Context: an optimization exercise on an open-source flow, tuned for small area, a short achievable clock period and few clock cycles per item. The choices shown serve that exercise and are no tape-out recipe. No run shown here included a check of the RTL's function; only the layout flow was run.

### design/flow/design.v
module ecc79_codec (
    input  wire        clk,
    input  wire        rst,
    input  wire        in_valid,
    input  wire        in_mode,
    input  wire [78:0] in_word,
    output reg         out_valid,
    output reg  [78:0] out_word,
    output reg  [1:0]  out_status
);
    function [6:0] gf_mul;
        input [6:0] a;
        input [6:0] b;
        integer i;
        reg [6:0] acc;
        reg [6:0] sh;
        begin
            acc = 7'd0;
            sh  = a;
            for (i = 0; i < 7; i = i + 1) begin
                if (b[i]) acc = acc ^ sh;
                sh = {sh[5:0], 1'b0} ^ (sh[6] ? 7'h09 : 7'h00);
            end
            gf_mul = acc;
        end
    endfunction
    function [6:0] inv_cube;    
        input [6:0] a;
        begin
            case (a)
            7'd0: inv_cube = 7'd0;
            7'd1: inv_cube = 7'd1;
            7'd2: inv_cube = 7'd17;
            7'd3: inv_cube = 7'd24;
            7'd4: inv_cube = 7'd19;
            7'd5: inv_cube = 7'd82;
            7'd6: inv_cube = 7'd3;
            7'd7: inv_cube = 7'd122;
            7'd8: inv_cube = 7'd49;
            7'd9: inv_cube = 7'd56;
            7'd10: inv_cube = 7'd40;
            7'd11: inv_cube = 7'd33;
            7'd12: inv_cube = 7'd51;
            7'd13: inv_cube = 7'd4;
            7'd14: inv_cube = 7'd45;
            7'd15: inv_cube = 7'd71;
            7'd16: inv_cube = 7'd23;
            7'd17: inv_cube = 7'd36;
            7'd18: inv_cube = 7'd7;
            7'd19: inv_cube = 7'd88;
            7'd20: inv_cube = 7'd5;
            7'd21: inv_cube = 7'd44;
            7'd22: inv_cube = 7'd21;
            7'd23: inv_cube = 7'd96;
            7'd24: inv_cube = 7'd53;
            7'd25: inv_cube = 7'd30;
            7'd26: inv_cube = 7'd68;
            7'd27: inv_cube = 7'd100;
            7'd28: inv_cube = 7'd80;
            7'd29: inv_cube = 7'd46;
            7'd30: inv_cube = 7'd127;
            7'd31: inv_cube = 7'd103;
            7'd32: inv_cube = 7'd117;
            7'd33: inv_cube = 7'd18;
            7'd34: inv_cube = 7'd64;
            7'd35: inv_cube = 7'd115;
            7'd36: inv_cube = 7'd119;
            7'd37: inv_cube = 7'd38;
            7'd38: inv_cube = 7'd11;
            7'd39: inv_cube = 7'd47;
            7'd40: inv_cube = 7'd85;
            7'd41: inv_cube = 7'd124;
            7'd42: inv_cube = 7'd65;
            7'd43: inv_cube = 7'd2;
            7'd44: inv_cube = 7'd87;
            7'd45: inv_cube = 7'd58;
            7'd46: inv_cube = 7'd12;
            7'd47: inv_cube = 7'd110;
            7'd48: inv_cube = 7'd83;
            7'd49: inv_cube = 7'd93;
            7'd50: inv_cube = 7'd101;
            7'd51: inv_cube = 7'd86;
            7'd52: inv_cube = 7'd76;
            7'd53: inv_cube = 7'd62;
            7'd54: inv_cube = 7'd72;
            7'd55: inv_cube = 7'd66;
            7'd56: inv_cube = 7'd10;
            7'd57: inv_cube = 7'd90;
            7'd58: inv_cube = 7'd99;
            7'd59: inv_cube = 7'd79;
            7'd60: inv_cube = 7'd120;
            7'd61: inv_cube = 7'd81;
            7'd62: inv_cube = 7'd123;
            7'd63: inv_cube = 7'd31;
            7'd64: inv_cube = 7'd91;
            7'd65: inv_cube = 7'd26;
            7'd66: inv_cube = 7'd32;
            7'd67: inv_cube = 7'd28;
            7'd68: inv_cube = 7'd8;
            7'd69: inv_cube = 7'd73;
            7'd70: inv_cube = 7'd61;
            7'd71: inv_cube = 7'd111;
            7'd72: inv_cube = 7'd121;
            7'd73: inv_cube = 7'd22;
            7'd74: inv_cube = 7'd98;
            7'd75: inv_cube = 7'd14;
            7'd76: inv_cube = 7'd50;
            7'd77: inv_cube = 7'd109;
            7'd78: inv_cube = 7'd114;
            7'd79: inv_cube = 7'd54;
            7'd80: inv_cube = 7'd95;
            7'd81: inv_cube = 7'd16;
            7'd82: inv_cube = 7'd75;
            7'd83: inv_cube = 7'd70;
            7'd84: inv_cube = 7'd25;
            7'd85: inv_cube = 7'd39;
            7'd86: inv_cube = 7'd34;
            7'd87: inv_cube = 7'd106;
            7'd88: inv_cube = 7'd125;
            7'd89: inv_cube = 7'd92;
            7'd90: inv_cube = 7'd37;
            7'd91: inv_cube = 7'd113;
            7'd92: inv_cube = 7'd69;
            7'd93: inv_cube = 7'd29;
            7'd94: inv_cube = 7'd107;
            7'd95: inv_cube = 7'd52;
            7'd96: inv_cube = 7'd57;
            7'd97: inv_cube = 7'd112;
            7'd98: inv_cube = 7'd94;
            7'd99: inv_cube = 7'd43;
            7'd100: inv_cube = 7'd89;
            7'd101: inv_cube = 7'd105;
            7'd102: inv_cube = 7'd108;
            7'd103: inv_cube = 7'd78;
            7'd104: inv_cube = 7'd77;
            7'd105: inv_cube = 7'd55;
            7'd106: inv_cube = 7'd97;
            7'd107: inv_cube = 7'd59;
            7'd108: inv_cube = 7'd9;
            7'd109: inv_cube = 7'd20;
            7'd110: inv_cube = 7'd42;
            7'd111: inv_cube = 7'd102;
            7'd112: inv_cube = 7'd35;
            7'd113: inv_cube = 7'd67;
            7'd114: inv_cube = 7'd41;
            7'd115: inv_cube = 7'd6;
            7'd116: inv_cube = 7'd63;
            7'd117: inv_cube = 7'd74;
            7'd118: inv_cube = 7'd126;
            7'd119: inv_cube = 7'd84;
            7'd120: inv_cube = 7'd15;
            7'd121: inv_cube = 7'd118;
            7'd122: inv_cube = 7'd27;
            7'd123: inv_cube = 7'd104;
            7'd124: inv_cube = 7'd60;
            7'd125: inv_cube = 7'd48;
            7'd126: inv_cube = 7'd116;
            7'd127: inv_cube = 7'd13;
            default: inv_cube = 7'd0;
            endcase
        end
    endfunction
    function [6:0] m_solve;    
        input [6:0] c;
        begin
            m_solve[0] = 1'b0;
            m_solve[1] = c[2] ^ c[3] ^ c[4] ^ c[6];
            m_solve[2] = c[3] ^ c[4] ^ c[6];
            m_solve[3] = c[5] ^ c[6];
            m_solve[4] = c[1] ^ c[2] ^ c[4];
            m_solve[5] = c[3] ^ c[5] ^ c[6];
            m_solve[6] = c[3] ^ c[6];
        end
    endfunction
    function [6:0] gf_trace;    
        input [6:0] c;
        begin
            gf_trace = {6'd0, c[0]};
        end
    endfunction
    function valid_loc;    
        input [6:0] a;
        begin
            case (a)
            7'd1, 7'd2, 7'd3, 7'd4, 7'd5, 7'd6, 7'd8, 7'd9,
            7'd10, 7'd11, 7'd12, 7'd16, 7'd18, 7'd20, 7'd22, 7'd24,
            7'd25, 7'd27, 7'd29, 7'd31, 7'd32, 7'd35, 7'd36, 7'd37,
            7'd39, 7'd40, 7'd41, 7'd43, 7'd44, 7'd45, 7'd47, 7'd48,
            7'd50, 7'd51, 7'd53, 7'd54, 7'd55, 7'd57, 7'd58, 7'd61,
            7'd62, 7'd64, 7'd65, 7'd69, 7'd70, 7'd72, 7'd73, 7'd74,
            7'd75, 7'd80, 7'd81, 7'd82, 7'd83, 7'd85, 7'd86, 7'd87,
            7'd88, 7'd90, 7'd93, 7'd94, 7'd95, 7'd96, 7'd97, 7'd100,
            7'd102, 7'd106, 7'd107, 7'd108, 7'd109, 7'd110, 7'd111, 7'd113,
            7'd114, 7'd115, 7'd116, 7'd122, 7'd124, 7'd125:
                valid_loc = 1'b1;
            default: valid_loc = 1'b0;
            endcase
        end
    endfunction
    wire [63:0] d = in_word[63:0];
    wire [13:0] ec;    
    assign ec[0] = ^(d & 64'h2a2d78a6784ee361);
    assign ec[1] = ^(d & 64'h7e7789ea88d325a3);
    assign ec[2] = ^(d & 64'hd6c26b7369e8a827);
    assign ec[3] = ^(d & 64'had84d6e6d3d1504e);
    assign ec[4] = ^(d & 64'h7124d56bdfec43fd);
    assign ec[5] = ^(d & 64'hc864d271c796649b);
    assign ec[6] = ^(d & 64'hbae4dc45f7622a57);
    assign ec[7] = ^(d & 64'h75c9b88beec454ae);
    assign ec[8] = ^(d & 64'hc1be09b1a5c64a3d);
    assign ec[9] = ^(d & 64'ha9516bc533c2771b);
    assign ec[10] = ^(d & 64'h52a2d78a6784ee36);
    assign ec[11] = ^(d & 64'ha545af14cf09dc6c);
    assign ec[12] = ^(d & 64'h4a8b5e299e13b8d8);
    assign ec[13] = ^(d & 64'h9516bc533c2771b0);
    wire [13:0] rem = ec ^ in_word[77:64];
    wire [6:0] s1, s3;
    assign s1[0] = ^(rem & 14'h0881);
    assign s1[1] = ^(rem & 14'h1102);
    assign s1[2] = ^(rem & 14'h2204);
    assign s1[3] = ^(rem & 14'h0c88);
    assign s1[4] = ^(rem & 14'h1910);
    assign s1[5] = ^(rem & 14'h3220);
    assign s1[6] = ^(rem & 14'h2440);
    assign s3[0] = ^(rem & 14'h06a1);
    assign s3[1] = ^(rem & 14'h2130);
    assign s3[2] = ^(rem & 14'h2f88);
    assign s3[3] = ^(rem & 14'h0be2);
    assign s3[4] = ^(rem & 14'h2350);
    assign s3[5] = ^(rem & 14'h3098);
    assign s3[6] = ^(rem & 14'h17c4);
    wire dpar = ^d;
    wire par_in  = dpar ^ (^in_word[78:64]);    
    wire par_enc = dpar ^ (^ec);
    reg        v1, mode1, par1;
    reg [63:0] d1;
    reg [14:0] hi1;    
    reg [6:0]  s1r, yr;
    reg        zr, oner, trr;
    always @(posedge clk) begin
        if (rst) v1 <= 1'b0;
        else     v1 <= in_valid;
        mode1 <= in_mode;
        d1    <= d;
        hi1   <= in_mode ? in_word[78:64] : {par_enc, ec};
        par1  <= par_in;
        s1r   <= s1;
        zr    <= (s1 == 7'd0) && (s3 == 7'd0);
        yr    <= m_solve(gf_mul(s3, inv_cube(s1)));
        oner  <= gf_mul(s3, inv_cube(s1)) == 7'd1;
        trr   <= gf_trace(gf_mul(s3, inv_cube(s1))) != 7'd0;
    end
    wire [6:0] y0 = yr;
    wire       z  = zr;
    wire       one = oner;
    wire       trc = trr;
    wire [6:0] x1 = gf_mul(s1r, y0);
    wire [6:0] x2 = x1 ^ s1r;
    wire       ok1 = valid_loc(x1) || (x1 == 7'd0);
    wire       ok2 = valid_loc(x2);
    wire       single = one & ok2;             
    wire       fixable = trc & ok1 & ok2;      
    wire       fix = mode1 & (par1 ? single : fixable);
    wire       fixp = mode1 & (par1 ? z : single);
    wire [77:0] hit;
    assign hit[0] = (x1 == 7'd65) | (x2 == 7'd65);
    assign hit[1] = (x1 == 7'd11) | (x2 == 7'd11);
    assign hit[2] = (x1 == 7'd22) | (x2 == 7'd22);
    assign hit[3] = (x1 == 7'd44) | (x2 == 7'd44);
    assign hit[4] = (x1 == 7'd88) | (x2 == 7'd88);
    assign hit[5] = (x1 == 7'd57) | (x2 == 7'd57);
    assign hit[6] = (x1 == 7'd114) | (x2 == 7'd114);
    assign hit[7] = (x1 == 7'd109) | (x2 == 7'd109);
    assign hit[8] = (x1 == 7'd83) | (x2 == 7'd83);
    assign hit[9] = (x1 == 7'd47) | (x2 == 7'd47);
    assign hit[10] = (x1 == 7'd94) | (x2 == 7'd94);
    assign hit[11] = (x1 == 7'd53) | (x2 == 7'd53);
    assign hit[12] = (x1 == 7'd106) | (x2 == 7'd106);
    assign hit[13] = (x1 == 7'd93) | (x2 == 7'd93);
    assign hit[14] = (x1 == 7'd51) | (x2 == 7'd51);
    assign hit[15] = (x1 == 7'd102) | (x2 == 7'd102);
    assign hit[16] = (x1 == 7'd69) | (x2 == 7'd69);
    assign hit[17] = (x1 == 7'd3) | (x2 == 7'd3);
    assign hit[18] = (x1 == 7'd6) | (x2 == 7'd6);
    assign hit[19] = (x1 == 7'd12) | (x2 == 7'd12);
    assign hit[20] = (x1 == 7'd24) | (x2 == 7'd24);
    assign hit[21] = (x1 == 7'd48) | (x2 == 7'd48);
    assign hit[22] = (x1 == 7'd96) | (x2 == 7'd96);
    assign hit[23] = (x1 == 7'd73) | (x2 == 7'd73);
    assign hit[24] = (x1 == 7'd27) | (x2 == 7'd27);
    assign hit[25] = (x1 == 7'd54) | (x2 == 7'd54);
    assign hit[26] = (x1 == 7'd108) | (x2 == 7'd108);
    assign hit[27] = (x1 == 7'd81) | (x2 == 7'd81);
    assign hit[28] = (x1 == 7'd43) | (x2 == 7'd43);
    assign hit[29] = (x1 == 7'd86) | (x2 == 7'd86);
    assign hit[30] = (x1 == 7'd37) | (x2 == 7'd37);
    assign hit[31] = (x1 == 7'd74) | (x2 == 7'd74);
    assign hit[32] = (x1 == 7'd29) | (x2 == 7'd29);
    assign hit[33] = (x1 == 7'd58) | (x2 == 7'd58);
    assign hit[34] = (x1 == 7'd116) | (x2 == 7'd116);
    assign hit[35] = (x1 == 7'd97) | (x2 == 7'd97);
    assign hit[36] = (x1 == 7'd75) | (x2 == 7'd75);
    assign hit[37] = (x1 == 7'd31) | (x2 == 7'd31);
    assign hit[38] = (x1 == 7'd62) | (x2 == 7'd62);
    assign hit[39] = (x1 == 7'd124) | (x2 == 7'd124);
    assign hit[40] = (x1 == 7'd113) | (x2 == 7'd113);
    assign hit[41] = (x1 == 7'd107) | (x2 == 7'd107);
    assign hit[42] = (x1 == 7'd95) | (x2 == 7'd95);
    assign hit[43] = (x1 == 7'd55) | (x2 == 7'd55);
    assign hit[44] = (x1 == 7'd110) | (x2 == 7'd110);
    assign hit[45] = (x1 == 7'd85) | (x2 == 7'd85);
    assign hit[46] = (x1 == 7'd35) | (x2 == 7'd35);
    assign hit[47] = (x1 == 7'd70) | (x2 == 7'd70);
    assign hit[48] = (x1 == 7'd5) | (x2 == 7'd5);
    assign hit[49] = (x1 == 7'd10) | (x2 == 7'd10);
    assign hit[50] = (x1 == 7'd20) | (x2 == 7'd20);
    assign hit[51] = (x1 == 7'd40) | (x2 == 7'd40);
    assign hit[52] = (x1 == 7'd80) | (x2 == 7'd80);
    assign hit[53] = (x1 == 7'd41) | (x2 == 7'd41);
    assign hit[54] = (x1 == 7'd82) | (x2 == 7'd82);
    assign hit[55] = (x1 == 7'd45) | (x2 == 7'd45);
    assign hit[56] = (x1 == 7'd90) | (x2 == 7'd90);
    assign hit[57] = (x1 == 7'd61) | (x2 == 7'd61);
    assign hit[58] = (x1 == 7'd122) | (x2 == 7'd122);
    assign hit[59] = (x1 == 7'd125) | (x2 == 7'd125);
    assign hit[60] = (x1 == 7'd115) | (x2 == 7'd115);
    assign hit[61] = (x1 == 7'd111) | (x2 == 7'd111);
    assign hit[62] = (x1 == 7'd87) | (x2 == 7'd87);
    assign hit[63] = (x1 == 7'd39) | (x2 == 7'd39);
    assign hit[64] = (x1 == 7'd1) | (x2 == 7'd1);
    assign hit[65] = (x1 == 7'd2) | (x2 == 7'd2);
    assign hit[66] = (x1 == 7'd4) | (x2 == 7'd4);
    assign hit[67] = (x1 == 7'd8) | (x2 == 7'd8);
    assign hit[68] = (x1 == 7'd16) | (x2 == 7'd16);
    assign hit[69] = (x1 == 7'd32) | (x2 == 7'd32);
    assign hit[70] = (x1 == 7'd64) | (x2 == 7'd64);
    assign hit[71] = (x1 == 7'd9) | (x2 == 7'd9);
    assign hit[72] = (x1 == 7'd18) | (x2 == 7'd18);
    assign hit[73] = (x1 == 7'd36) | (x2 == 7'd36);
    assign hit[74] = (x1 == 7'd72) | (x2 == 7'd72);
    assign hit[75] = (x1 == 7'd25) | (x2 == 7'd25);
    assign hit[76] = (x1 == 7'd50) | (x2 == 7'd50);
    assign hit[77] = (x1 == 7'd100) | (x2 == 7'd100);
    wire [78:0] word1 = {hi1, d1};
    always @* begin
        out_valid = v1;
        out_word  = word1 ^ {fixp, hit & {78{fix}}};
        if (!mode1)      out_status = 2'd0;
        else if (z)      out_status = {1'b0, par1};
        else if (par1)   out_status = single ? 2'd1 : 2'd3;
        else             out_status = fixable ? 2'd2 : 2'd3;
    end
endmodule
### design/flow/flow/run.sh
#!/bin/bash
# Standard synthesis and layout, with two changes: the port buffers use buf_1
# instead of the buffer_ports default (a delay buffer, clkdlybuf4s50_1), and
# timing repair aims for more setup slack than the clock period needs.
set -euo pipefail
bash standard.sh 'BUFFER_PORTS_ARGS=-buffer_cell sky130_fd_sc_hd__buf_1' \
    SETUP_SLACK_MARGIN=8.4 finish > standard.log 2>&1
### design/flow/standard.sh
#!/bin/bash
# synth_recipe.tcl (not shown) runs the flow's synth.tcl, then flattens the netlist and writes it again
# the make line also repeats each setting of config.mk as NAME=value (left out here)
make -C /OpenROAD-flow-scripts/flow DESIGN_CONFIG=/design/flow/config.mk WORK_HOME=/design/flow/orfs CLKGATE_MAP_FILE= SYNTH_SCRIPT=/design/flow/synth_recipe.tcl "${@:-finish}"
### design/flow/config.mk
export PLATFORM = sky130hd
export DESIGN_NAME = ecc79_codec
export DESIGN_NICKNAME = ecc79_codec
export VERILOG_FILES = /design/flow/design.v
export SDC_FILE = /design/flow/constraint.sdc
export NUM_CORES = 4
export LEC_CHECK = 0
export CAP_MARGIN = 20
export CORE_MARGIN = 2
export CORE_UTILIZATION = 40
export SETUP_SLACK_MARGIN = 0.5
export SLEW_MARGIN = 20
### design/flow/constraint.sdc
create_clock -name core_clock -period 17.0 [get_ports {clk}]
set_input_delay 3.4000 -clock core_clock [delete_from_list [all_inputs] [get_ports {clk}]]
set_output_delay 3.4000 -clock core_clock [all_outputs]
set_load 0.01 [all_outputs]
==> impl_metrics.yaml, run 1 <==
final_layout:
  n_fill_cell: 2858
  n_antenna_cell: 0
  nNetsFinal: 1663
  drive_above_1_share: 0.194
  area_growth_pct: 20.8
critical_path:
  required_ps: 17240
  worstPathBufferInverterCount: 2
  path_class: "in -> reg"
  cpLargestDelayFamily: "XOR/XNOR gates"
  crit_path_end_kind: "flop"
  cpMaxStageDelayCell: "or4b_4"
  crit_top_cell: "xnor3_1"
  worstPathCellList: "buf_2 > xnor3_1 > xnor3_2 > xnor3_1 > xor3_2 > xnor3_4 > clkinvlp_4 > ha_4 > nor3_1 > o31ai_1 > or4b_4 > nand3_4 > nand2b_1 > or3_1 > a21oi_1 > a311oi_2 > xnor2_2 > xnor3_1"
  worstSetupStartpointType: "input port"
  worst-path-max-fanout: 15
  critPathMaxStageDelay_ps: 550
  crit_arrival_ps: 8770
yosys:
  syn_inst: 1399
  netlist_area_um2: 12200
  synth_top_cell_area_share: 0.184
  ys.flop_type: "dfxtp_1"
  synth_warnings: 1
  synth_most_common_cell: "xnor2_1"
  synth_top_area_cell: "xnor2_1"
  synthTopCellsByArea: "xnor2_1 (18%), dfxtp_1 (16%), xnor3_1 (10%), xor2_1 (8.4%), nand2_1 (5.4%)"
  postSynthAreaPerCell_um2: 8.75
  ys_seq_area_frac: 0.160
  synth_edf_count: 0
  synth_common_cells: "xnor2_1 (257), nand2_1 (176), xor2_1 (118)"
  async_flop_share: 0
  ys_types: 95
  synth_fp_nets: 1504
  synth-seq-cells: 98
routing:
  via_count: 11500
  detail_route.vias_per_cell: 5.88
  detail_route.wl_per_cell_um: 23.2
  antenna_left: 0
  first_pass_iters: 6
  drc: 0
  dr.first_iter.drc_count: 1591
  routed_wl_um: 45500
grt:
  antenna_found_initial: 0
  track_usage: 0.270
  grt_max_degree: 58
  grt-ovfl-total: 0
  grt_pass1_wl_um: 65200
  grt_pass1_vias: 10500
min_path:
  hp-class: "in -> reg"
timing:
  rsz0062_at_grt: "true"
  slew_viol_final: 0
  fmax_mhz: 117
  fin_crit_sh: 0.501
  worst_pin_slew_ps: 1090
  fin_setup_tns_ps: 0
  finalHoldViolCount: 0
  slew_headroom: 0.271
  period_needed_ps: 8530
  finalSetupViolations: 0
cts:
  cts_made_buffers: 9
  cts_tree: "yes"
  clockBufferDepth: 2
  clk_pin_slew_ps: 80
  cts_hold_buffers: 0
  cts_root_buf: "clkbuf_16"
  cts.sinks: 98
  htree_levels: 3
floorplan:
  core_um2: 30300
  start_util: 0.403
  die_h_um: 179
  die_area_um2: 32000
  ios: 165
  std_cell_rows: 64
  fp.dieW_um: 179
placed_design:
  io_buffers: 164
  dp_hpwl_um: 33400
  place.gp.congestion: 0.972
flow_run:
  cap_violations: 0
run_status:
  status: "complete, no violations"
==> layout make-up <==
cell class                 instances  area [um^2]  share of cell area
clock buffer                       9          225              0.0152
clock inverter                     7         76.3             0.00516
inverter                          26          124             0.00838
multi-input combinational       1184        10500               0.712
sequential                        98         1970               0.134
tap                              396          495              0.0335
timing repair buffer             239         1360              0.0920
==> metrics by stage <==
stage | utilization | hold slack (ps) | area (um^2) | std cells | setup WS, ps
6_report | 0.487 | 3190 | 14800 | 1959 | 8470
4_1_cts | 0.463 | 3190 | 14000 | 1921 | 8410
3_5_place_dp | 0.428 | 3580 | 13000 | 1880 | 7080
3_3_place_gp | 0.428 | 3580 | 13000 | 1880 | 7160
2_1_floorplan | - | 3430 | 12200 | 1399 | 8440
5_1_grt | 0.487 | 3200 | 14800 | 1959 | 8340
==> cells in the final DEF (no fill, tap or decap), types with 8 or more instances in the layout <==
cell	instances
xnor2_1	226
nand2_1	175
buf_1	124
xor2_1	104
dfxtp_1	92
nor2_1	86
buf_4	64
nand3_1	51
xnor3_1	46
o22ai_1	38
xnor2_2	36
a21oi_1	32
mux2i_1	26
o21ai_0	25
buf_2	22
a22oi_1	21
xnor3_2	19
nor3_1	19
inv_1	18
clkbuf_2	17
a32oi_1	14
ha_1	13
mux2_2	12
xor2_2	11
clkbuf_16	11
nor2b_1	9
and2_1	9
a211oi_1	9
or3_1	9
nand2b_1	8
o2111ai_1	8
o211ai_1	8
==> worst paths after layout <==
check | from | end | cells after the start
worst min-delay path | rst | v1 | 2
worst max-delay path | in_word[30] | yr[1] | 18
==> layer usage <==
layer / wire length (um) / share of wire / global-route usage
met2: 20700 / 0.46 / 0.421
met3: 4350 / 0.096 / 0.0543
met4: 1600 / 0.035 / 0.0816
met1: 18800 / 0.41 / 0.376
met5: 0 / 0 / 0
==> registers in the layout (all words and copies together) (netlist names) <==
name   cells
s1r        7
oner       1
par1       1
d1        64
yr         6
v1         1
hi1       15
trr        1
mode1      1
zr         1
==> timing repair <==
action	CTS	global route
gates cloned	4	3
pin swaps	16	32
gates resized for setup	114	84
endpoints found under the setup margin	87	85
setup buffers	21	35
==> kinds of logic after synthesis <==
| logic type | synth area share |
|---|---|
| AO/OA/AOI/OAI | 0.144 |
| XOR/XNOR | 0.439 |
| adder cells (fa/ha/maj) | 0.0225 |
| buffers and inverters | 0.0473 |
| flip-flops | 0.160 |
| multiplexers | 0.0344 |
| AND/OR/NAND/NOR | 0.152 |
==> run 2, diff against run 1 <==
--- a/design/flow/design.v
+++ b/design/flow/design.v
@@ -237,4 +237,4 @@
     reg [14:0] hi1;    
-    reg [6:0]  s1r, yr;
-    reg        zr, oner, trr;
+    reg [6:0]  s1r, cpr;
+    reg        zr;
     always @(posedge clk) begin
@@ -248,10 +248,9 @@
         zr    <= (s1 == 7'd0) && (s3 == 7'd0);
-        yr    <= m_solve(gf_mul(s3, inv_cube(s1)));
-        oner  <= gf_mul(s3, inv_cube(s1)) == 7'd1;
-        trr   <= gf_trace(gf_mul(s3, inv_cube(s1))) != 7'd0;
+        cpr   <= gf_mul(s3, inv_cube(s1));
     end
-    wire [6:0] y0 = yr;
+    wire [6:0] cp = cpr;
     wire       z  = zr;
-    wire       one = oner;
-    wire       trc = trr;
+    wire [6:0] y0 = m_solve(cp);
+    wire       one = (cp == 7'd1);
+    wire       trc = gf_trace(cp) != 7'd0;
     wire [6:0] x1 = gf_mul(s1r, y0);
@@ -264,81 +263,94 @@
     wire       fixp = mode1 & (par1 ? z : single);
+    wire [7:0]  l1, l2;
+    wire [15:0] h1, h2;
+    genvar gi;
+    generate
+        for (gi = 0; gi < 8; gi = gi + 1) begin : g_lo
+            assign l1[gi] = fix & (x1[2:0] == gi);
+            assign l2[gi] = fix & (x2[2:0] == gi);
+        end
+        for (gi = 0; gi < 16; gi = gi + 1) begin : g_hi
+            assign h1[gi] = (x1[6:3] == gi);
+            assign h2[gi] = (x2[6:3] == gi);
+        end
+    endgenerate
     wire [77:0] hit;
-    assign hit[0] = (x1 == 7'd65) | (x2 == 7'd65);
-    assign hit[1] = (x1 == 7'd11) | (x2 == 7'd11);
-    assign hit[2] = (x1 == 7'd22) | (x2 == 7'd22);
-    assign hit[3] = (x1 == 7'd44) | (x2 == 7'd44);
-    assign hit[4] = (x1 == 7'd88) | (x2 == 7'd88);
-    assign hit[5] = (x1 == 7'd57) | (x2 == 7'd57);
-    assign hit[6] = (x1 == 7'd114) | (x2 == 7'd114);
-    assign hit[7] = (x1 == 7'd109) | (x2 == 7'd109);
-    assign hit[8] = (x1 == 7'd83) | (x2 == 7'd83);
-    assign hit[9] = (x1 == 7'd47) | (x2 == 7'd47);
-    assign hit[10] = (x1 == 7'd94) | (x2 == 7'd94);
-    assign hit[11] = (x1 == 7'd53) | (x2 == 7'd53);
-    assign hit[12] = (x1 == 7'd106) | (x2 == 7'd106);
-    assign hit[13] = (x1 == 7'd93) | (x2 == 7'd93);
-    assign hit[14] = (x1 == 7'd51) | (x2 == 7'd51);
-    assign hit[15] = (x1 == 7'd102) | (x2 == 7'd102);
-    assign hit[16] = (x1 == 7'd69) | (x2 == 7'd69);
-    assign hit[17] = (x1 == 7'd3) | (x2 == 7'd3);
-    assign hit[18] = (x1 == 7'd6) | (x2 == 7'd6);
-    assign hit[19] = (x1 == 7'd12) | (x2 == 7'd12);
-    assign hit[20] = (x1 == 7'd24) | (x2 == 7'd24);
-    assign hit[21] = (x1 == 7'd48) | (x2 == 7'd48);
-    assign hit[22] = (x1 == 7'd96) | (x2 == 7'd96);
-    assign hit[23] = (x1 == 7'd73) | (x2 == 7'd73);
-    assign hit[24] = (x1 == 7'd27) | (x2 == 7'd27);
-    assign hit[25] = (x1 == 7'd54) | (x2 == 7'd54);
-    assign hit[26] = (x1 == 7'd108) | (x2 == 7'd108);
-    assign hit[27] = (x1 == 7'd81) | (x2 == 7'd81);
-    assign hit[28] = (x1 == 7'd43) | (x2 == 7'd43);
-    assign hit[29] = (x1 == 7'd86) | (x2 == 7'd86);
-    assign hit[30] = (x1 == 7'd37) | (x2 == 7'd37);
-    assign hit[31] = (x1 == 7'd74) | (x2 == 7'd74);
-    assign hit[32] = (x1 == 7'd29) | (x2 == 7'd29);
-    assign hit[33] = (x1 == 7'd58) | (x2 == 7'd58);
-    assign hit[34] = (x1 == 7'd116) | (x2 == 7'd116);
-    assign hit[35] = (x1 == 7'd97) | (x2 == 7'd97);
-    assign hit[36] = (x1 == 7'd75) | (x2 == 7'd75);
-    assign hit[37] = (x1 == 7'd31) | (x2 == 7'd31);
-    assign hit[38] = (x1 == 7'd62) | (x2 == 7'd62);
-    assign hit[39] = (x1 == 7'd124) | (x2 == 7'd124);
-    assign hit[40] = (x1 == 7'd113) | (x2 == 7'd113);
-    assign hit[41] = (x1 == 7'd107) | (x2 == 7'd107);
-    assign hit[42] = (x1 == 7'd95) | (x2 == 7'd95);
-    assign hit[43] = (x1 == 7'd55) | (x2 == 7'd55);
-    assign hit[44] = (x1 == 7'd110) | (x2 == 7'd110);
-    assign hit[45] = (x1 == 7'd85) | (x2 == 7'd85);
-    assign hit[46] = (x1 == 7'd35) | (x2 == 7'd35);
-    assign hit[47] = (x1 == 7'd70) | (x2 == 7'd70);
-    assign hit[48] = (x1 == 7'd5) | (x2 == 7'd5);
-    assign hit[49] = (x1 == 7'd10) | (x2 == 7'd10);
-    assign hit[50] = (x1 == 7'd20) | (x2 == 7'd20);
-    assign hit[51] = (x1 == 7'd40) | (x2 == 7'd40);
-    assign hit[52] = (x1 == 7'd80) | (x2 == 7'd80);
-    assign hit[53] = (x1 == 7'd41) | (x2 == 7'd41);
-    assign hit[54] = (x1 == 7'd82) | (x2 == 7'd82);
-    assign hit[55] = (x1 == 7'd45) | (x2 == 7'd45);
-    assign hit[56] = (x1 == 7'd90) | (x2 == 7'd90);
-    assign hit[57] = (x1 == 7'd61) | (x2 == 7'd61);
-    assign hit[58] = (x1 == 7'd122) | (x2 == 7'd122);
-    assign hit[59] = (x1 == 7'd125) | (x2 == 7'd125);
-    assign hit[60] = (x1 == 7'd115) | (x2 == 7'd115);
-    assign hit[61] = (x1 == 7'd111) | (x2 == 7'd111);
-    assign hit[62] = (x1 == 7'd87) | (x2 == 7'd87);
-    assign hit[63] = (x1 == 7'd39) | (x2 == 7'd39);
-    assign hit[64] = (x1 == 7'd1) | (x2 == 7'd1);
-    assign hit[65] = (x1 == 7'd2) | (x2 == 7'd2);
-    assign hit[66] = (x1 == 7'd4) | (x2 == 7'd4);
-    assign hit[67] = (x1 == 7'd8) | (x2 == 7'd8);
-    assign hit[68] = (x1 == 7'd16) | (x2 == 7'd16);
-    assign hit[69] = (x1 == 7'd32) | (x2 == 7'd32);
-    assign hit[70] = (x1 == 7'd64) | (x2 == 7'd64);
-    assign hit[71] = (x1 == 7'd9) | (x2 == 7'd9);
-    assign hit[72] = (x1 == 7'd18) | (x2 == 7'd18);
-    assign hit[73] = (x1 == 7'd36) | (x2 == 7'd36);
-    assign hit[74] = (x1 == 7'd72) | (x2 == 7'd72);
-    assign hit[75] = (x1 == 7'd25) | (x2 == 7'd25);
-    assign hit[76] = (x1 == 7'd50) | (x2 == 7'd50);
-    assign hit[77] = (x1 == 7'd100) | (x2 == 7'd100);
+    assign hit[0] = (l1[1] & h1[8]) | (l2[1] & h2[8]);
+    assign hit[1] = (l1[3] & h1[1]) | (l2[3] & h2[1]);
+    assign hit[2] = (l1[6] & h1[2]) | (l2[6] & h2[2]);
+    assign hit[3] = (l1[4] & h1[5]) | (l2[4] & h2[5]);
+    assign hit[4] = (l1[0] & h1[11]) | (l2[0] & h2[11]);
+    assign hit[5] = (l1[1] & h1[7]) | (l2[1] & h2[7]);
+    assign hit[6] = (l1[2] & h1[14]) | (l2[2] & h2[14]);
+    assign hit[7] = (l1[5] & h1[13]) | (l2[5] & h2[13]);
+    assign hit[8] = (l1[3] & h1[10]) | (l2[3] & h2[10]);
+    assign hit[9] = (l1[7] & h1[5]) | (l2[7] & h2[5]);
+    assign hit[10] = (l1[6] & h1[11]) | (l2[6] & h2[11]);
+    assign hit[11] = (l1[5] & h1[6]) | (l2[5] & h2[6]);
+    assign hit[12] = (l1[2] & h1[13]) | (l2[2] & h2[13]);
+    assign hit[13] = (l1[5] & h1[11]) | (l2[5] & h2[11]);
+    assign hit[14] = (l1[3] & h1[6]) | (l2[3] & h2[6]);
+    assign hit[15] = (l1[6] & h1[12]) | (l2[6] & h2[12]);
+    assign hit[16] = (l1[5] & h1[8]) | (l2[5] & h2[8]);
+    assign hit[17] = (l1[3] & h1[0]) | (l2[3] & h2[0]);
+    assign hit[18] = (l1[6] & h1[0]) | (l2[6] & h2[0]);
+    assign hit[19] = (l1[4] & h1[1]) | (l2[4] & h2[1]);
+    assign hit[20] = (l1[0] & h1[3]) | (l2[0] & h2[3]);
+    assign hit[21] = (l1[0] & h1[6]) | (l2[0] & h2[6]);
+    assign hit[22] = (l1[0] & h1[12]) | (l2[0] & h2[12]);
+    assign hit[23] = (l1[1] & h1[9]) | (l2[1] & h2[9]);
+    assign hit[24] = (l1[3] & h1[3]) | (l2[3] & h2[3]);
+    assign hit[25] = (l1[6] & h1[6]) | (l2[6] & h2[6]);
+    assign hit[26] = (l1[4] & h1[13]) | (l2[4] & h2[13]);
+    assign hit[27] = (l1[1] & h1[10]) | (l2[1] & h2[10]);
+    assign hit[28] = (l1[3] & h1[5]) | (l2[3] & h2[5]);
+    assign hit[29] = (l1[6] & h1[10]) | (l2[6] & h2[10]);
+    assign hit[30] = (l1[5] & h1[4]) | (l2[5] & h2[4]);
+    assign hit[31] = (l1[2] & h1[9]) | (l2[2] & h2[9]);
+    assign hit[32] = (l1[5] & h1[3]) | (l2[5] & h2[3]);
+    assign hit[33] = (l1[2] & h1[7]) | (l2[2] & h2[7]);
+    assign hit[34] = (l1[4] & h1[14]) | (l2[4] & h2[14]);
+    assign hit[35] = (l1[1] & h1[12]) | (l2[1] & h2[12]);
+    assign hit[36] = (l1[3] & h1[9]) | (l2[3] & h2[9]);
+    assign hit[37] = (l1[7] & h1[3]) | (l2[7] & h2[3]);
+    assign hit[38] = (l1[6] & h1[7]) | (l2[6] & h2[7]);
+    assign hit[39] = (l1[4] & h1[15]) | (l2[4] & h2[15]);
+    assign hit[40] = (l1[1] & h1[14]) | (l2[1] & h2[14]);
+    assign hit[41] = (l1[3] & h1[13]) | (l2[3] & h2[13]);
+    assign hit[42] = (l1[7] & h1[11]) | (l2[7] & h2[11]);
+    assign hit[43] = (l1[7] & h1[6]) | (l2[7] & h2[6]);
+    assign hit[44] = (l1[6] & h1[13]) | (l2[6] & h2[13]);
+    assign hit[45] = (l1[5] & h1[10]) | (l2[5] & h2[10]);
+    assign hit[46] = (l1[3] & h1[4]) | (l2[3] & h2[4]);
+    assign hit[47] = (l1[6] & h1[8]) | (l2[6] & h2[8]);
+    assign hit[48] = (l1[5] & h1[0]) | (l2[5] & h2[0]);
+    assign hit[49] = (l1[2] & h1[1]) | (l2[2] & h2[1]);
+    assign hit[50] = (l1[4] & h1[2]) | (l2[4] & h2[2]);
+    assign hit[51] = (l1[0] & h1[5]) | (l2[0] & h2[5]);
+    assign hit[52] = (l1[0] & h1[10]) | (l2[0] & h2[10]);
+    assign hit[53] = (l1[1] & h1[5]) | (l2[1] & h2[5]);
+    assign hit[54] = (l1[2] & h1[10]) | (l2[2] & h2[10]);
+    assign hit[55] = (l1[5] & h1[5]) | (l2[5] & h2[5]);
+    assign hit[56] = (l1[2] & h1[11]) | (l2[2] & h2[11]);
+    assign hit[57] = (l1[5] & h1[7]) | (l2[5] & h2[7]);
+    assign hit[58] = (l1[2] & h1[15]) | (l2[2] & h2[15]);
+    assign hit[59] = (l1[5] & h1[15]) | (l2[5] & h2[15]);
+    assign hit[60] = (l1[3] & h1[14]) | (l2[3] & h2[14]);
+    assign hit[61] = (l1[7] & h1[13]) | (l2[7] & h2[13]);
+    assign hit[62] = (l1[7] & h1[10]) | (l2[7] & h2[10]);
+    assign hit[63] = (l1[7] & h1[4]) | (l2[7] & h2[4]);
+    assign hit[64] = (l1[1] & h1[0]) | (l2[1] & h2[0]);
+    assign hit[65] = (l1[2] & h1[0]) | (l2[2] & h2[0]);
+    assign hit[66] = (l1[4] & h1[0]) | (l2[4] & h2[0]);
+    assign hit[67] = (l1[0] & h1[1]) | (l2[0] & h2[1]);
+    assign hit[68] = (l1[0] & h1[2]) | (l2[0] & h2[2]);
+    assign hit[69] = (l1[0] & h1[4]) | (l2[0] & h2[4]);
+    assign hit[70] = (l1[0] & h1[8]) | (l2[0] & h2[8]);
+    assign hit[71] = (l1[1] & h1[1]) | (l2[1] & h2[1]);
+    assign hit[72] = (l1[2] & h1[2]) | (l2[2] & h2[2]);
+    assign hit[73] = (l1[4] & h1[4]) | (l2[4] & h2[4]);
+    assign hit[74] = (l1[0] & h1[9]) | (l2[0] & h2[9]);
+    assign hit[75] = (l1[1] & h1[3]) | (l2[1] & h2[3]);
+    assign hit[76] = (l1[2] & h1[6]) | (l2[2] & h2[6]);
+    assign hit[77] = (l1[4] & h1[12]) | (l2[4] & h2[12]);
     wire [78:0] word1 = {hi1, d1};
@@ -346,3 +358,3 @@
         out_valid = v1;
-        out_word  = word1 ^ {fixp, hit & {78{fix}}};
+        out_word  = word1 ^ {fixp, hit};
         if (!mode1)      out_status = 2'd0;
==> impl_metrics.yaml, run 2 <==
routing:
  routed_wl_um: 44900
  antenna_left: 0
  detail_route.vias_per_cell: 5.84
  first_pass_iters: 6
  via_count: 11100
  dr.first_iter.drc_count: 1494
  detail_route.wl_per_cell_um: 23.6
  drc: 0
min_path:
  min_path_cells: 2
  worstHoldStart: "rst"
  hp-class: "in -> reg"
  min_to: "v1"
cts:
  clk_pin_slew_ps: 80
  htree_levels: 3
  cts.sinks: 97
  cts_root_buf: "clkbuf_16"
  cts_hold_buffers: 0
  cts_made_buffers: 9
  clockBufferDepth: 2
  cts_tree: "yes"
timing:
  rsz0062_at_grt: "false"
  finalHoldViolCount: 0
  finalSetupViolations: 0
  fin_setup_tns_ps: 0
  fmax_mhz: 118
  period_needed_ps: 8460
  fin_crit_sh: 0.498
  slew_headroom: 0.316
  slew_viol_final: 0
  worst_pin_slew_ps: 1020
yosys:
  netlist_area_um2: 12100
  ys_seq_area_frac: 0.161
  synth_xor_area_frac: 0.441
  synth_top_cell_area_share: 0.170
  synth_mux_area_frac: 0.0528
  syn_inst: 1376
  ys_types: 80
  ys.flop_type: "dfxtp_1"
  synth_most_common_cell: "xnor2_1"
  yosys.area_share.simple: 0.126
  postSynthAreaPerCell_um2: 8.77
  synth_common_cells: "xnor2_1 (234), nor2_1 (172), xor2_1 (156)"
  synth_adder_area_share: 0.0176
  async_flop_share: 0
  synthTopCellsByArea: "xnor2_1 (17%), dfxtp_1 (16%), xnor3_1 (12%), xor2_1 (11%), nor2_1 (5.4%)"
  synth_warnings: 1
  synth_fp_nets: 1476
  synth_edf_count: 0
  synth-seq-cells: 97
  synth_compound_area_frac: 0.158
  synth_top_area_cell: "xnor2_1"
  synth_top_family_by_area: "XOR/XNOR gates"
floorplan:
  core_um2: 29600
  start_util: 0.407
  die_area_um2: 31600
  fp.dieW_um: 178
  die_h_um: 178
  std_cell_rows: 63
  ios: 165
placed_design:
  place_inst: 1859
  io_buffers: 164
  place.gp.congestion: 0.944
  dp_hpwl_um: 34100
final_layout:
  n_antenna_cell: 0
  drive_above_1_share: 0.126
  area_growth_pct: 16.0
  finalNonFillerCells: 1900
  largest_register_ffs: 64
  largest_register: "d1"
  mostFrequentLayoutCell: "xnor2_1"
  n_fill_cell: 2947
  layout_common_cells: "xnor2_1 (210), nor2_1 (169), buf_1 (150)"
  ff_latch_area_um2: 1970
  top_regs: "d1: 64 flops, hi1: 15 flops"
  multi_input_area_um2: 10200
  nNetsFinal: 1605
critical_path:
  worst-path-max-fanout: 35
  cpMaxStageDelayCell: "xnor3_1"
  path_class: "in -> reg"
  crit_path_end_kind: "flop"
  crit_top_cell: "xnor3_1"
  critPathMaxStageDelay_ps: 550
  required_ps: 17250
  worstSetupStartpointType: "input port"
  crit_arrival_ps: 8720
  worstPathCellList: "buf_1 > xnor3_1 > xnor3_1 > xnor2_1 > xnor3_2 > xnor3_2 > xnor3_4 > inv_8 > mux4_2 > o221a_2 > o32ai_1 > buf_4 > nand2_1 > xor2_1 > o21ai_1 > xnor3_1 > xor2_1"
grt:
  use_met1: 0.409
  top_usage_layer: "met2"
  use_met3: 0.0375
  grt-ovfl-total: 0
  grt_pass1_wl_um: 65500
  grt_max_degree: 79
  track_usage: 0.278
  grt_pass1_vias: 10300
  met2_usage: 0.419
  antenna_found_initial: 2
flow_run:
  cap_violations: 0
run_status:
  status: "complete, no violations"
-- run 2: changes by cell type after synthesis, sizes merged, moves of 11 or more --
| cell | previous run | this run |
|---|---|---|
| a22oi | 21 | 65 |
| mux2i | 26 | 37 |
| nor2 | 92 | 174 |
| xnor2 | 269 | 241 |
| o22ai | 39 | 7 |
| nand2 | 176 | 98 |
| nand3 | 53 | 18 |
| xor2 | 122 | 160 |
-- run 2: per-stage QoR --
| step | setup WS [ps] | utilization | hold slack (ps) | area (um^2) |
|---|---|---|---|---|
| final | 8540 | 0.472 | 3190 | 14000 |
| after global routing | 8400 | 0.472 | 3210 | 14000 |
| after CTS | 8400 | 0.460 | 3180 | 13600 |
| after detailed placement | 7360 | 0.434 | 3570 | 12900 |
| after global placement | 7310 | 0.434 | 3550 | 12900 |
| after floorplan | 8640 | - | 3430 | 12100 |
-- run 2: worst max path at each step --
stage / endpoint / slack [ps] / depth (start not counted) / start
finish: cpr[0] / 8540 / 17 / in_word[33]
global route: out_word[58] / 8400 / 20 / cpr[6]
CTS: cpr[0] / 8400 / 17 / in_word[55]
detailed placement: cpr[0] / 7360 / 16 / in_word[11]
global placement: cpr[6] / 7310 / 17 / in_word[62]
floorplan: cpr[5] / 8640 / 18 / in_word[29]
-- run 2: cells by family (layout without fill, tap and decap cells) --
| family | Yosys count | count (layout) |
|---|---|---|
| AOI/OAI and AO/OA | 257 | 257 |
| adders and majority gates | 17 | 17 |
| DFF | 97 | 97 |
| buffers and inverters | 116 | 246 |
| xor gates and xnor gates | 477 | 481 |
| and+or+nand+nor | 357 | 357 |
| muxes | 55 | 55 |
-- run 2: final cells by class --
class	instances	share of cell area
clock buffers	9	0.0161
clock inverters	7	0.00581
inverters	34	0.0115
multi-input cells	1167	0.726
flip-flops and latches	97	0.141
well taps	390	0.0349
repair buffers	196	0.0650
-- run 2: critical path, delay by kind of cell --
family	cells	cell delay (ps)
and+or+nand+nor	1	80
xor gates and xnor gates	9	3260
AOI/OAI and AO/OA	3	740
buffers and inverters	3	880
muxes	1	330
-- run 2: what timing repair did --
| action | in CTS | in global routing |
|---|---|---|
| setup endpoints to repair | 88 | 86 |
| cloned | 3 | 1 |
| pin swaps | 5 | 9 |
| setup buffers | 6 | 15 |
| gates resized for setup | 67 | 58 |
-- run 2: per-layer routing --
layer  share of wire  vias up
met2            0.44      616
met5         0.00024        -
li1                -     5038
met1            0.44     5342
met4           0.030        2
met3           0.083       96
==> run 3, diff against run 2 <==
--- a/design/flow/config.mk
+++ b/design/flow/config.mk
@@ -9,3 +9,3 @@
 export CORE_MARGIN = 2
-export CORE_UTILIZATION = 40
+export CORE_UTILIZATION = 50
 export SETUP_SLACK_MARGIN = 0.5
==> impl_metrics.yaml, run 3 <==
run_status:
  status: "complete, no violations"
final_layout:
  nNetsFinal: 1610
  largest_register: "d1"
  fin_area_um2: 13900
  top_regs: "d1: 64 flops, hi1: 15 flops"
  mostFrequentLayoutCell: "xnor2_1"
  drive_above_1_share: 0.131
  layout_common_cells: "xnor2_1 (213), nor2_1 (168), xor2_1 (148)"
  area_growth_pct: 15.2
  finalNonFillerCells: 1835
  largest_register_ffs: 64
routing:
  detail_route.vias_per_cell: 5.94
  dr.first_iter.drc_count: 1252
  drc: 0
  antenna_left: 0
  first_pass_iters: 7
  routed_wl_um: 43100
  detail_route.wl_per_cell_um: 23.5
  via_count: 10900
grt:
  grt_pass1_vias: 10200
  track_usage: 0.330
  grt-ovfl-total: 0
  grt_max_degree: 79
  antenna_found_initial: 1
  grt_pass1_wl_um: 64500
yosys:
  async_flop_share: 0
  ys_seq_area_frac: 0.161
  ys.flop_type: "dfxtp_1"
  synthTopCellsByArea: "xnor2_1 (17%), dfxtp_1 (16%), xnor3_1 (12%), xor2_1 (11%), nor2_1 (5.4%)"
  synth_fp_nets: 1476
  ys_types: 80
  synth_warnings: 1
  syn_inst: 1376
  postSynthAreaPerCell_um2: 8.77
  netlist_area_um2: 12100
  synth-seq-cells: 97
  synth_edf_count: 0
  synth_most_common_cell: "xnor2_1"
  synth_top_cell_area_share: 0.170
  synth_common_cells: "xnor2_1 (234), nor2_1 (172), xor2_1 (156)"
  synth_top_area_cell: "xnor2_1"
floorplan:
  die_area_um2: 25400
  ios: 165
  std_cell_rows: 56
  fp.dieW_um: 159
  core_um2: 23600
  start_util: 0.511
  die_h_um: 159
timing:
  finalSetupViolations: 0
  fin_crit_sh: 0.498
  worst_pin_slew_ps: 1020
  fmax_mhz: 118
  rsz0062_at_grt: "false"
  finalHoldViolCount: 0
  period_needed_ps: 8460
  slew_headroom: 0.318
  slew_viol_final: 0
  fin_setup_tns_ps: 0
placed_design:
  placed_area_um2: 12800
  place_inst: 1788
  io_buffers: 164
  dp_hpwl_um: 33400
  place.gp.congestion: 1.04
critical_path:
  worstSetupStartpointType: "input port"
  crit_path_end_kind: "flop"
  required_ps: 17250
  crit_arrival_ps: 8710
  worst-path-max-fanout: 15
  path_class: "in -> reg"
flow_run:
  cap_violations: 0
cts:
  cts_tree: "yes"
  htree_levels: 3
  cts.sinks: 97
  clockBufferDepth: 2
  clk_pin_slew_ps: 80
  cts_root_buf: "clkbuf_16"
  cts_made_buffers: 9
min_path:
  hp-class: "in -> reg"
run 3: cell counts after synthesis:
No cell type changed its count.
run 3: what timing repair did:
action,4_1_cts,5_1_grt
resized for setup,61,69
buffers inserted,4,24
setup endpoints to repair,88,86
cloned,2,0
pin swaps,3,13
hold buffers,0,0
run 3: cell families after synthesis:
kind of cell | count (synthesis) | share of synthesized area
adders and majority gates | 17 | 0.0176
buffers and inverters | 116 | 0.0436
muxes | 55 | 0.0528
and+or+nand+nor | 357 | 0.126
DFF | 97 | 0.161
xor gates and xnor gates | 477 | 0.441
AOI/OAI and AO/OA | 257 | 0.158
run 3: area by class of cell:
type                       instances  area, um^2
fill                            2216        9720
antenna                            1        2.50
tap                              319         399
sequential                        97        1970
timing repair buffer             203         986
clock buffer                       9         225
clock inverter                     7        81.3
inverter                          34         160
multi-input combinational       1165       10100
run 3: through the flow:
step                      utilization  setup WS, ps  hold slack (ps)
after detailed placement        0.541          7350             3560
after floorplan                     -          8640             3430
after global placement          0.541          7460             3550
final                           0.589          8540             3200
after CTS                       0.570          8400             3190
after global routing            0.589          8370             3220
run 3: path summary, 6_finish.rpt:
| check | startpoint | endpoint | slack [ps] | cells past startpoint |
|---|---|---|---|---|
| worst max-delay path | in_word[59] | cpr[0] | 8540 | 20 |
| worst min-delay path | rst | v1 | 3200 | 2 |
run 3: per-layer routing:
layer,vias to the layer above,global-route usage,part of all wire
li1,5061,-,-
met1,5216,0.489,0.44
met2,580,0.494,0.44
met3,52,0.0617,0.096
met4,0,0.0847,0.021
met5,-,0,0
run 3: worst max-delay path, stage by stage:
cell and delay, ps:
buf_1 280, xor2_2 330, buf_4 180, xnor2_1 120, xor2_1 350, xnor3_2 570
xnor2_1 220, xnor2_1 150, buf_4 250, clkinv_2 200, ha_2 300, mux4_2 500
o221a_2 290, o32ai_1 350, buf_4 250, nand2_1 80, xor2_1 150, o21ai_1 160
xnor3_1 420, xor2_1 150
==> run 4, diff against run 3 <==
--- a/design/flow/flow/run.sh
+++ b/design/flow/flow/run.sh
@@ -6,2 +6,2 @@
 bash standard.sh 'BUFFER_PORTS_ARGS=-buffer_cell sky130_fd_sc_hd__buf_1' \
-    SETUP_SLACK_MARGIN=8.4 finish > standard.log 2>&1
+    SETUP_SLACK_MARGIN=8.8 finish > standard.log 2>&1
--- a/design/flow/config.mk
+++ b/design/flow/config.mk
@@ -9,3 +9,3 @@
 export CORE_MARGIN = 2
-export CORE_UTILIZATION = 50
+export CORE_UTILIZATION = 40
 export SETUP_SLACK_MARGIN = 0.5
==> impl_metrics.yaml, run 4 <==
critical_path:
  crit_top_cell: "xor2_1"
  worstSetupStartpointType: "flop"
  cpLargestDelayFamily: "XOR/XNOR gates"
  required_ps: 13600
  critPathMaxStageDelay_ps: 550
  worstPathCellList: "xor2_4 > mux2i_1 > xor2_1 > mux2i_1 > xor2_1 > xnor2_2 > buf_12 > xor2_4 > clkinvlp_4 > buf_4 > nor3_1 > o211ai_1 > a21oi_1 > or4b_4 > a211oi_4 > nand2_4 > buf_16 > nor2_1 > xor2_1 > buf_2"
  crit_path_end_kind: "output port"
  worst-path-max-fanout: 10
  cp.depth: 20
  crit_arrival_ps: 4900
  cpMaxStageDelayCell: "or4b_4"
  worstPathBufferInverterCount: 5
  path_class: "reg -> out"
timing:
  fmax_mhz: 120
  finalHoldViolCount: 0
  fin_setup_tns_ps: 0
  fin_crit_sh: 0.488
  rsz0062_at_grt: "true"
  setup_slack_ps: 8700
  slew_headroom: 0.301
  hold-worst-slack_ps: 3180
  worst_pin_slew_ps: 1050
  slew_viol_final: 0
  finalSetupViolations: 0
  period_needed_ps: 8300
routing:
  dr.first_iter.drc_count: 1452
  antenna_left: 0
  routed_wl_um: 45700
  first_pass_iters: 6
  drc: 0
  detail_route.vias_per_cell: 5.86
  detail_route.wl_per_cell_um: 23.5
  via_count: 11400
cts:
  clk_pin_slew_ps: 80
  cts.sinks: 97
  cts_hold_buffers: 0
  clockBufferDepth: 2
  cts_tree: "yes"
  cts_root_buf: "clkbuf_16"
  htree_levels: 3
  cts_made_buffers: 9
placed_design:
  io_buffers: 164
  place.gp.congestion: 0.945
  place_inst: 1859
  dp_hpwl_um: 33500
  post-place-ws_ps: 7370
yosys:
  synth_common_cells: "xnor2_1 (234), nor2_1 (172), xor2_1 (156)"
  postSynthAreaPerCell_um2: 8.77
  netlist_area_um2: 12100
  synthTopCellsByArea: "xnor2_1 (17%), dfxtp_1 (16%), xnor3_1 (12%), xor2_1 (11%), nor2_1 (5.4%)"
  ys_types: 80
  ys.flop_type: "dfxtp_1"
  synth_top_cell_area_share: 0.170
  synth_fp_nets: 1476
  synth_most_common_cell: "xnor2_1"
  async_flop_share: 0
  ys_seq_area_frac: 0.161
  synth_warnings: 1
  syn_inst: 1376
  synth-seq-cells: 97
  synth_top_area_cell: "xnor2_1"
  synth_edf_count: 0
final_layout:
  layout_common_cells: "xnor2_1 (203), xor2_1 (130), nor2_1 (125)"
  largest_register: "d1"
  multi_input_area_um2: 10600
  drive_above_1_share: 0.268
  ff_latch_area_um2: 1970
  top_regs: "d1: 64 flops, hi1: 15 flops"
  n_fill_cell: 2836
  area_growth_pct: 25.5
  mostFrequentLayoutCell: "xnor2_1"
  finalNonFillerCells: 1944
  largest_register_ffs: 64
  nNetsFinal: 1648
floorplan:
  start_util: 0.407
  fp.dieW_um: 178
  die_area_um2: 31600
  ios: 165
  core_um2: 29600
  die_h_um: 178
  std_cell_rows: 63
grt:
  grt_pass1_vias: 10300
  antenna_found_initial: 2
  track_usage: 0.273
  grt_max_degree: 79
  grt_pass1_wl_um: 64500
  grt-ovfl-total: 0
run_status:
  status: "complete, no violations"
flow_run:
  cap_violations: 0
min_path:
  min_path_cells: 2
  hp-class: "in -> reg"
[run 4: cell type report]
type | instances | share of cell area
Antenna cell | 1 | 0.000165
Clock buffer | 9 | 0.0149
Clock inverter | 7 | 0.00537
Inverter | 34 | 0.0114
Multi-Input combinational cell | 1166 | 0.703
Sequential cell | 97 | 0.130
Tap cell | 390 | 0.0322
Timing Repair Buffer | 239 | 0.102
Timing Repair inverter | 1 | 0.000331
[run 4: metrics by stage]
| step | util | cell area (um^2) |
|---|---|---|
| after global placement | 0.434 | 12900 |
| after floorplan | - | 12100 |
| after detailed placement | 0.434 | 12900 |
| after global routing | 0.511 | 15100 |
| final | 0.511 | 15100 |
| after CTS | 0.474 | 14000 |
[run 4: worst paths after layout]
kind,start,to
setup / recovery,cpr[6],out_word[19]
hold / removal,rst,v1
[run 4: per-layer routing]
layer	GRT usage	up-vias	wire [um]
met1	0.392	5484	19000
met5	0	-	13
met2	0.413	683	20600
li1	-	5111	-
met3	0.0480	119	4450
met4	0.0867	2	1580
[run 4: cells by family (layout without fill, tap and decap cells)]
group,Yosys count,after routing,share of synthesized area
AO/OA/AOI/OAI,257,257,0.158
adder cells (fa/ha/maj),17,17,0.0176
AND/OR/NAND/NOR,357,358,0.126
other,0,1,0
buffers and inverters,116,290,0.0436
XOR/XNOR,477,479,0.441
flip-flops,97,97,0.161
multiplexers,55,55,0.0528
[run 4: repair_timing]
item                       CTS  global route
gates resized for setup    148           215
pin swaps                   16            59
cloned                       3            10
buffers inserted            24            31
setup endpoints to repair   88            86
==> run 5, diff against run 4 <==
--- a/design/flow/design.v
+++ b/design/flow/design.v
@@ -217,9 +217,9 @@
     wire [6:0] s1, s3;
-    assign s1[0] = ^(rem & 14'h0881);
-    assign s1[1] = ^(rem & 14'h1102);
-    assign s1[2] = ^(rem & 14'h2204);
-    assign s1[3] = ^(rem & 14'h0c88);
-    assign s1[4] = ^(rem & 14'h1910);
-    assign s1[5] = ^(rem & 14'h3220);
-    assign s1[6] = ^(rem & 14'h2440);
+    assign s1[0] = ^(in_word[77:0] & 78'h881faa16f3959836ba3);
+    assign s1[1] = ^(in_word[77:0] & 78'h1102f542de72b306d746);
+    assign s1[2] = ^(in_word[77:0] & 78'h2204ea85bce5660dae8c);
+    assign s1[3] = ^(in_word[77:0] & 78'hc882faa16f3959836ba);
+    assign s1[4] = ^(in_word[77:0] & 78'h19105f542de72b306d74);
+    assign s1[5] = ^(in_word[77:0] & 78'h3220bea85bce5660dae8);
+    assign s1[6] = ^(in_word[77:0] & 78'h24407d50b79cacc1b5d1);
     assign s3[0] = ^(rem & 14'h06a1);
==> impl_metrics.yaml, run 5 <==
run_status:
  status: "complete, no violations"
grt:
  use_met3: 0.0405
  grt_max_degree: 47
  grt-ovfl-total: 0
  use_met1: 0.402
  track_usage: 0.294
  antenna_found_initial: 5
  grt_pass1_vias: 11500
  grt_pass1_wl_um: 74200
  top_usage_layer: "met2"
  met2_usage: 0.472
min_path:
  hp-class: "in -> reg"
critical_path:
  worstPathCellList: "xnor3_2 > buf_4 > nor2b_1 > xnor2_2 > xor2_2 > clkinvlp_4 > ha_1 > a2111oi_2 > nand4_1 > a21oi_4 > buf_6 > o211ai_4 > or3_4 > o32ai_4 > xor2_1 > buf_2"
  worst-path-max-fanout: 8
  crit_path_end_kind: "output port"
  cpMaxStageDelayCell: "xnor3_2"
  critPathMaxStageDelay_ps: 500
  crit_arrival_ps: 5130
  worstSetupStartpointType: "flop"
  required_ps: 13600
  path_class: "reg -> out"
yosys:
  synth-seq-cells: 97
  synth_top_area_cell: "xnor2_1"
  ys_seq_area_frac: 0.148
  synth_top_cell_area_share: 0.193
  ys_types: 85
  netlist_area_um2: 13200
  synth_fp_nets: 1591
  synth_edf_count: 0
  syn_inst: 1491
  synth_most_common_cell: "xnor2_1"
  synth_common_cells: "xnor2_1 (290), nor2_1 (157), nand2_1 (133)"
  async_flop_share: 0
  postSynthAreaPerCell_um2: 8.82
  synthTopCellsByArea: "xnor2_1 (19%), dfxtp_1 (15%), xnor3_1 (14%), xor2_1 (7.8%), nor2_1 (4.5%)"
  synth_warnings: 1
  ys.flop_type: "dfxtp_1"
timing:
  slew_headroom: 0.299
  finalSetupViolations: 0
  fin_setup_tns_ps: 0
  slew_viol_final: 0
  finalHoldViolCount: 0
  period_needed_ps: 8530
  hold-worst-slack_ps: 3180
  fin_crit_sh: 0.502
  fmax_mhz: 117
  rsz0062_at_grt: "true"
  worst_pin_slew_ps: 1050
routing:
  antenna_left: 0
  detail_route.wl_per_cell_um: 25.4
  first_pass_iters: 5
  via_count: 12700
  drc: 0
  dr.first_iter.drc_count: 1472
  detail_route.vias_per_cell: 5.89
  routed_wl_um: 54600
floorplan:
  die_area_um2: 34300
  ios: 165
  std_cell_rows: 66
  fp.dieW_um: 185
  die_h_um: 185
  start_util: 0.405
  core_um2: 32500
final_layout:
  largest_register_ffs: 64
  nNetsFinal: 1805
  largest_register: "d1"
  multi_input_area_um2: 12100
  drive_above_1_share: 0.279
  n_fill_cell: 2984
  area_growth_pct: 28.3
  mostFrequentLayoutCell: "xnor2_1"
  fin_area_um2: 16900
  ff_latch_area_um2: 1980
  top_regs: "d1: 64 flops, hi1: 15 flops"
  layout_common_cells: "xnor2_1 (261), nor2_1 (141), nand2_1 (123)"
flow_run:
  cap_violations: 0
cts:
  clk_pin_slew_ps: 90
  cts_tree: "yes"
  cts_made_buffers: 9
  htree_levels: 3
  cts_root_buf: "clkbuf_16"
  cts.sinks: 97
  clockBufferDepth: 2
placed_design:
  io_buffers: 164
  place.gp.congestion: 1.00
  dp_hpwl_um: 40000
  placed_area_um2: 13900
==> run 5: cell types whose count changed in the layout (fill, tap and decap cells not counted), sizes merged, moves of 12 or more <==
| cell | delta |
|---|---|
| xnor2 | +75 |
| a22oi | -41 |
| mux2i | -28 |
| nand2 | +36 |
| nor2 | -15 |
| o21ai | +12 |
| xnor3 | +13 |
| a21oi | +13 |
| xor2 | -40 |
| buf | +75 |
| clkbuf | -30 |
| o22ai | +42 |
==> run 5: metal layers <==
layer,wire (um),up-vias
met5,0,-
met4,2080,0
met3,5080,150
met2,25600,836
met1,21800,6111
li1,-,5582
==> run 5: kinds of logic (layout without fill, tap and decap cells) <==
kind of cell	after synthesis	after routing	share of synthesized area
multiplexers	23	23	0.0203
flip-flops	97	97	0.148
other	0	1	0
AND/OR/NAND/NOR	396	401	0.131
XOR/XNOR	537	538	0.486
buffers and inverters	129	341	0.0453
adder cells (fa/ha/maj)	17	17	0.0162
AO/OA/AOI/OAI	292	293	0.154
==> run 5: layout make-up <==
class	instances	share of cell area
Antenna cell	1	0.000148
Clock buffer	9	0.0134
Clock inverter	7	0.00482
Inverter	40	0.0111
Multi-Input combinational cell	1272	0.717
Sequential cell	97	0.117
Tap cell	442	0.0328
Timing Repair Buffer	284	0.103
Timing Repair inverter	1	0.000297
==> run 5: metrics by stage <==
stage | util | setup slack [ps] | cells
2_1_floorplan | - | 9240 | 1491
3_3_place_gp | 0.430 | 7460 | 2017
6_report | 0.520 | 8470 | 2153
4_1_cts | 0.466 | 8790 | 2087
3_5_place_dp | 0.430 | 7430 | 2017
5_1_grt | 0.520 | 8280 | 2153
==> run 5: timing repair <==
item	CTS	global route
buffers inserted	53	56
hold endpoints to repair	0	0
pin swaps	23	82
hold buffers	0	0
gates cloned	1	9
resized for setup	99	304
endpoints found under the setup margin	88	84
==> run 5: worst paths after layout <==
| kind | from | to | slack (ps) | cells past startpoint |
|---|---|---|---|---|
| worst min-delay path | rst | v1 | 3180 | 2 |
| worst max-delay path | cpr[2] | out_word[72] | 8470 | 16 |
==> run 5: critical path: cells and delay by family, from the launching register on <==
kind            cells  cell delay, ps
xor+xnor            4            1190
compound gates      4            1190
simple gates        3             960
buf+inv             4             800
flops               1             330
fa+ha+maj           1             300

afterwards: timing with drivers on the ports:
How much do the figures lean on ideal ports? The routed layouts below were timed once more, with nothing changed but the port constraints. Step 1, drivers: a clkbuf_16 drives clk and a buf_2 each remaining input, both assumed. Step 2 adds t to the input delays and takes it off the output delays; t is the mean of the earliest and latest rising clock arrival at the registers after step 1. Input paths then give back, and output paths get back, about the clock's delay inside the block. a / b / c = ideal ports / drivers / drivers and shift; a / b = the first two.
| run | shift t [ns] | setup slack, ns | worst setup path after step 2 | clock arrival spread, ns | worst slew at a driven data input, ns |
|---|---|---|---|---|---|
| run 1 | 0.398 | 8.475 / 8.488 / 8.089 | input to register | 0.017 / 0.017 | 0.06 |
| run 2 | 0.398 | 8.537 / 8.553 / 8.155 | input to register | 0.015 / 0.015 | 0.07 |
| run 3 | 0.405 | 8.541 / 8.539 / 8.164 | input to register | 0.021 / 0.021 | 0.07 |
| run 4 | 0.399 | 8.697 / 8.656 / 8.574 | input to register | 0.015 / 0.015 | 0.08 |
| run 5 | 0.394 | 8.474 / 8.433 / 8.541 | input to register | 0.023 / 0.022 | 0.08 |
After both steps setup and hold are still met in every run listed. The setup slack of run 1, which loses most, moves by +0.013 ns with the drivers and by -0.386 ns with both steps.
